Background: an optimization exercise with open tools, aiming at small area. Do not read the settings as production practice. The RTL was checked by simulation tests, not by an equivalence proof against the original design. Power figures rest on the tool's default switching activity, not on a simulated workload.

build 25:
Design posfb_top, start of the top module:
module posfb_top (
    input  wire        clk,
    input  wire        rst,
    input  wire [2:0]  enc_a,
    input  wire [2:0]  enc_b,
    input  wire [2:0]  enc_z,
    input  wire [8:0]  cfg_filt,
    input  wire [2:0]  cfg_inv,
    input  wire [5:0]  cfg_idx_mode,
    input  wire [14:0] cfg_dir_hyst,
    input  wire [71:0] cfg_index_nom,
    input  wire [23:0] cfg_index_tol,
    input  wire [23:0] still_lim,
    input  wire [2:0]  clr_quad,
    input  wire [2:0]  clr_dirchg,
    input  wire [2:0]  clr_cnterr,
    input  wire [2:0]  clr_errs,
    input  wire        spd_req,
    input  wire [1:0]  spd_ch,
    output reg         spd_busy,
    output reg         spd_done,
    output wire [31:0] spd_val,
    output wire [95:0] cnt,
    output wire [2:0]  dir,
    output wire [2:0]  dir_chg,
    output wire [2:0]  quad_err,
    output wire [2:0]  cnt_err,
    output wire [2:0]  still,
    output wire [2:0]  idx_valid,
    output wire [95:0] idx_cnt,
    output wire [95:0] idx_tick,
    output wire [95:0] idx_diff,
    output wire [47:0] quad_errs,
    output wire [23:0] idx_errs
);
    function [32:0] add32;
        input [31:0] a;
        input [31:0] b;
        input        ci;
        reg   [31:0] p, G, P;
        integer      i, l;
        begin
            p = a ^ b;
            G = a & b;
            P = p;
            G[0] = G[0] | (p[0] & ci);
            for (l = 1; l < 32; l = l * 2)
                for (i = 2 * l - 1; i < 32; i = i + 2 * l) begin
                    G[i] = G[i] | (P[i] & G[i-l]);
                    P[i] = P[i] & P[i-l];
                end
            for (l = 8; l >= 1; l = l / 2)
                for (i = 3 * l - 1; i < 32; i = i + 2 * l) begin
                    G[i] = G[i] | (P[i] & G[i-l]);
                    P[i] = P[i] & P[i-l];
                end
            add32[0] = p[0] ^ ci;
            for (i = 1; i < 32; i = i + 1)
                add32[i] = p[i] ^ G[i-1];
            add32[32] = G[31];
        end
    endfunction
    integer i;
    reg [31:0] tick;
    reg [31:0] tick_inc;
    reg        tick_c;
    always @(*) begin
        tick_c = 1'b1;
        for (i = 0; i < 32; i = i + 1) begin
  ...
Size in the first run: ~6600 cells after synthesis, roughly 0.062 mm^2 of cells after synthesis.
==> flow/config.mk <==
export PLATFORM = sky130hd
export DESIGN_NAME = posfb_top
export DESIGN_NICKNAME = posfb_top
export VERILOG_FILES = /design/flow/design.v
export SDC_FILE = /design/flow/constraint.sdc
export NUM_CORES = 4
export LEC_CHECK = 0
export ABC_AREA = 1
export CAP_MARGIN = 20
export CORE_MARGIN = 2
export CORE_UTILIZATION = 60
export PLACE_DENSITY = 0.7
export SLEW_MARGIN = 20
==> flow/constraint.sdc <==
create_clock -name core_clock -period 9.0 [get_ports {clk}]
set_input_delay 1.8000 -clock core_clock [delete_from_list [all_inputs] [get_ports {clk}]]
set_output_delay 1.8000 -clock core_clock [all_outputs]
set_load 0.01 [all_outputs]
standard.sh (not shown) runs the stock make flow with config.mk's settings and CLKGATE_MAP_FILE= SYNTH_SCRIPT=/design/flow/synth_recipe.tcl, a recipe that flattens the netlist after the stock synthesis.
==> flow/flow/run.sh <==
#!/bin/bash
set -euo pipefail
bash standard.sh finish "BUFFER_PORTS_ARGS=-buffer_cell sky130_fd_sc_hd__buf_1" \
  "CTS_ARGS=-sink_clustering_enable -repair_clock_nets -buf_list sky130_fd_sc_hd__clkbuf_4 -sink_clustering_size 8 -sink_clustering_max_diameter 50 -dont_use_dummy_load" \
  > flow_make.log 2>&1
Setup changes, build 25 to build 97
- changing CORE_UTILIZATION from 60 to 50
- changing PLACE_DENSITY from 0.7 to 0.6
==> summary.txt <==
Cmp build 97 vs build 25: global placer's final weighted congestion lower in build 97
In the flow results for build 25 and build 97, the wire length per cell is smaller on build 25.
The number of nets in the final layout of build 97 and that of build 25 are within noise of each other.
Build 97 vs build 25 — floorplan row count rose 11.
Of build 25 and build 97, the run reporting the higher final worst-path cycle share was build 97.
Timing, DRC, antenna: 0 failures across build 25 and build 97
For build 43, these inputs were changed with respect to build 97:
- PLACE_DENSITY now 0.7, was 0.6
- ABC_AREA no longer set, was 1
- CORE_UTILIZATION now 60, was 50
--- outcome ---
Shortest period the worst path allows was higher in build 97 than in build 43. As far as sequential power is concerned, build 97 and build 43 perform about the same. NOTE synthesized cell count build 97->build 43 decreased by a little under 10%.
> inputs changed (build 43 -> build 85)
==> flow/flow/run.sh <==
#!/bin/bash
set -euo pipefail
bash standard.sh finish "BUFFER_PORTS_ARGS=-buffer_cell sky130_fd_sc_hd__buf_1" \
  "CTS_ARGS=-sink_clustering_enable -repair_clock_nets -buf_list sky130_fd_sc_hd__clkbuf_4 -sink_clustering_size 10 -sink_clustering_max_diameter 45 -dont_use_dummy_load" \
  > flow_make.log 2>&1
Notes after the runs:
- Clock input transition at the sequential cells of the worst setup and hold paths: build 85 vs build 43, no meaningful difference
- On power spent charging and discharging nets, the lower figure sits with build 85, not build 43.
- Comparing build 85 with build 43, the final cell count came out essentially unchanged.
- Build 85 vs build 43 on total number of vias: build 85 is the lower one.
- Comparing global-route wire length before repair for build 43 and build 85, the smaller number came from build 85.
- | sequential share of layout area | build 43 vs build 85 | ≈ equal |
- Reported for build 43 and build 85, area after synthesis turned out identical to the last digit.
- Worst setup slack of build 43 is on par with build 85.
Changes in build 87 relative to build 85:
==> flow/flow/run.sh <==
#!/bin/bash
set -euo pipefail
bash standard.sh finish "BUFFER_PORTS_ARGS=-buffer_cell sky130_fd_sc_hd__buf_1" \
  "CTS_ARGS=-sink_clustering_enable -repair_clock_nets -buf_list sky130_fd_sc_hd__clkbuf_8 -sink_clustering_size 18 -sink_clustering_max_diameter 50 -dont_use_dummy_load" \
  > flow_make.log 2>&1
Findings:
Of build 87 and build 85, the run reporting the higher final area was build 87. Looking at build 87 and build 85, the detail-routed via count per cell is a wash. Taking build 85 as the reference point, the clock power of build 87 rises by about 20%. Est. power | build 87 vs build 85 | build 87 higher. Clock-buffer cell count (lower): build 87. The met1 layer usage reported by global route number comes out higher for build 85 vs build 87. On routed length on met3, build 87 and build 85 are neck and neck. When build 87 is measured against build 85, its final critical-path share of the clock period turns out 1.5 points lower. Re post-cts sizing count: no difference whatsoever between build 87 and build 85. In terms of combined area of the multi-input logic cells, build 87 and build 85 differ only marginally.
Edits applied to the flow inputs when going from build 87 to build 41:
- PLACE_DENSITY: 0.7 -> 0.8
- CORE_UTILIZATION: 60 -> 70
- ABC_AREA: unset -> 1
==> flow/flow/run.sh <==
#!/bin/bash
set -euo pipefail
bash standard.sh finish "BUFFER_PORTS_ARGS=-buffer_cell sky130_fd_sc_hd__buf_1" \
  "CTS_ARGS=-sink_clustering_enable -repair_clock_nets -buf_list sky130_fd_sc_hd__clkbuf_4 -sink_clustering_size 8 -sink_clustering_max_diameter 50 -dont_use_dummy_load" \
  > flow_make.log 2>&1
--- outcome ---
- The time the final worst path needs with I/O delays and setup number comes out lower for build 87 vs build 41.
- Taking build 41 over build 87, the critical path depth ratio works out to 1.10.
- Cmp build 41 and build 87 / sequential share of cell area / lower: build 87
- Comparing build 41 and build 87, the lower multi-input logic cell count was measured on build 87.
- Of build 41 and build 87, it is build 41 that has the lower design area.
- | mean area per synthesized cell | higher: build 87 |
- Between build 41 and build 87, the power drawn by the sequential cells does not differ in any meaningful way.
- Endpoint arrival time on the critical path came out higher on build 41 than on build 87.
- Changes observed in build 41 relative to build 87: growth of design area from synthesis to finish lower; cell count higher; number of cells upsized or downsized after cts higher.

afterwards: timing with drivers on the ports:
How much do the figures lean on ideal ports? The routed layouts below were timed once more, with nothing changed but the port constraints. Step 1 (the two cells are an assumption about what drives the block):
set clk [get_ports {clk}]
set_driving_cell -lib_cell sky130_fd_sc_hd__clkbuf_16 $clk
set_driving_cell -lib_cell sky130_fd_sc_hd__buf_2 [delete_from_list [all_inputs] $clk]
Step 2 times the ports against the registers' clock, not the clock port: input delays grow and output delays shrink by t, the midpoint of the rising clock arrivals with the driver on. Slacks: ideal / step 1 / step 2; pairs: ideal / step 1.
run	shift t [ns]	setup WS [ns]	hold slack, ns	latest minus earliest clock arrival (ns)	slew at the worst register clock pin (ns)
build 25	1.155	0.326 / 0.243 / 0.105	0.317 / 0.317 / 0.317	0.130 / 0.131	0.11 / 0.11
build 97	1.237	0.297 / 0.212 / 0.173	0.362 / 0.362 / 0.362	0.133 / 0.134	0.11 / 0.11
build 43	1.137	0.303 / 0.227 / -0.216	0.366 / 0.366 / 0.366	0.140 / 0.140	0.11 / 0.11
build 85	1.133	0.304 / 0.229 / -0.241	0.379 / 0.379 / 0.379	0.124 / 0.125	0.12 / 0.12
build 87	0.869	0.443 / 0.368 / -0.270	0.377 / 0.377 / 0.377	0.124 / 0.123	0.11 / 0.11
build 41	1.177	0.222 / 0.151 / 0.116	0.357 / 0.357 / 0.357	0.131 / 0.132	0.11 / 0.11
Met with ideal ports but missed after step 2: setup timing in build 43, build 85 and build 87. For build 87, which loses most, drivers alone change the setup slack by -0.075 ns; drivers and shift together by -0.713 ns.
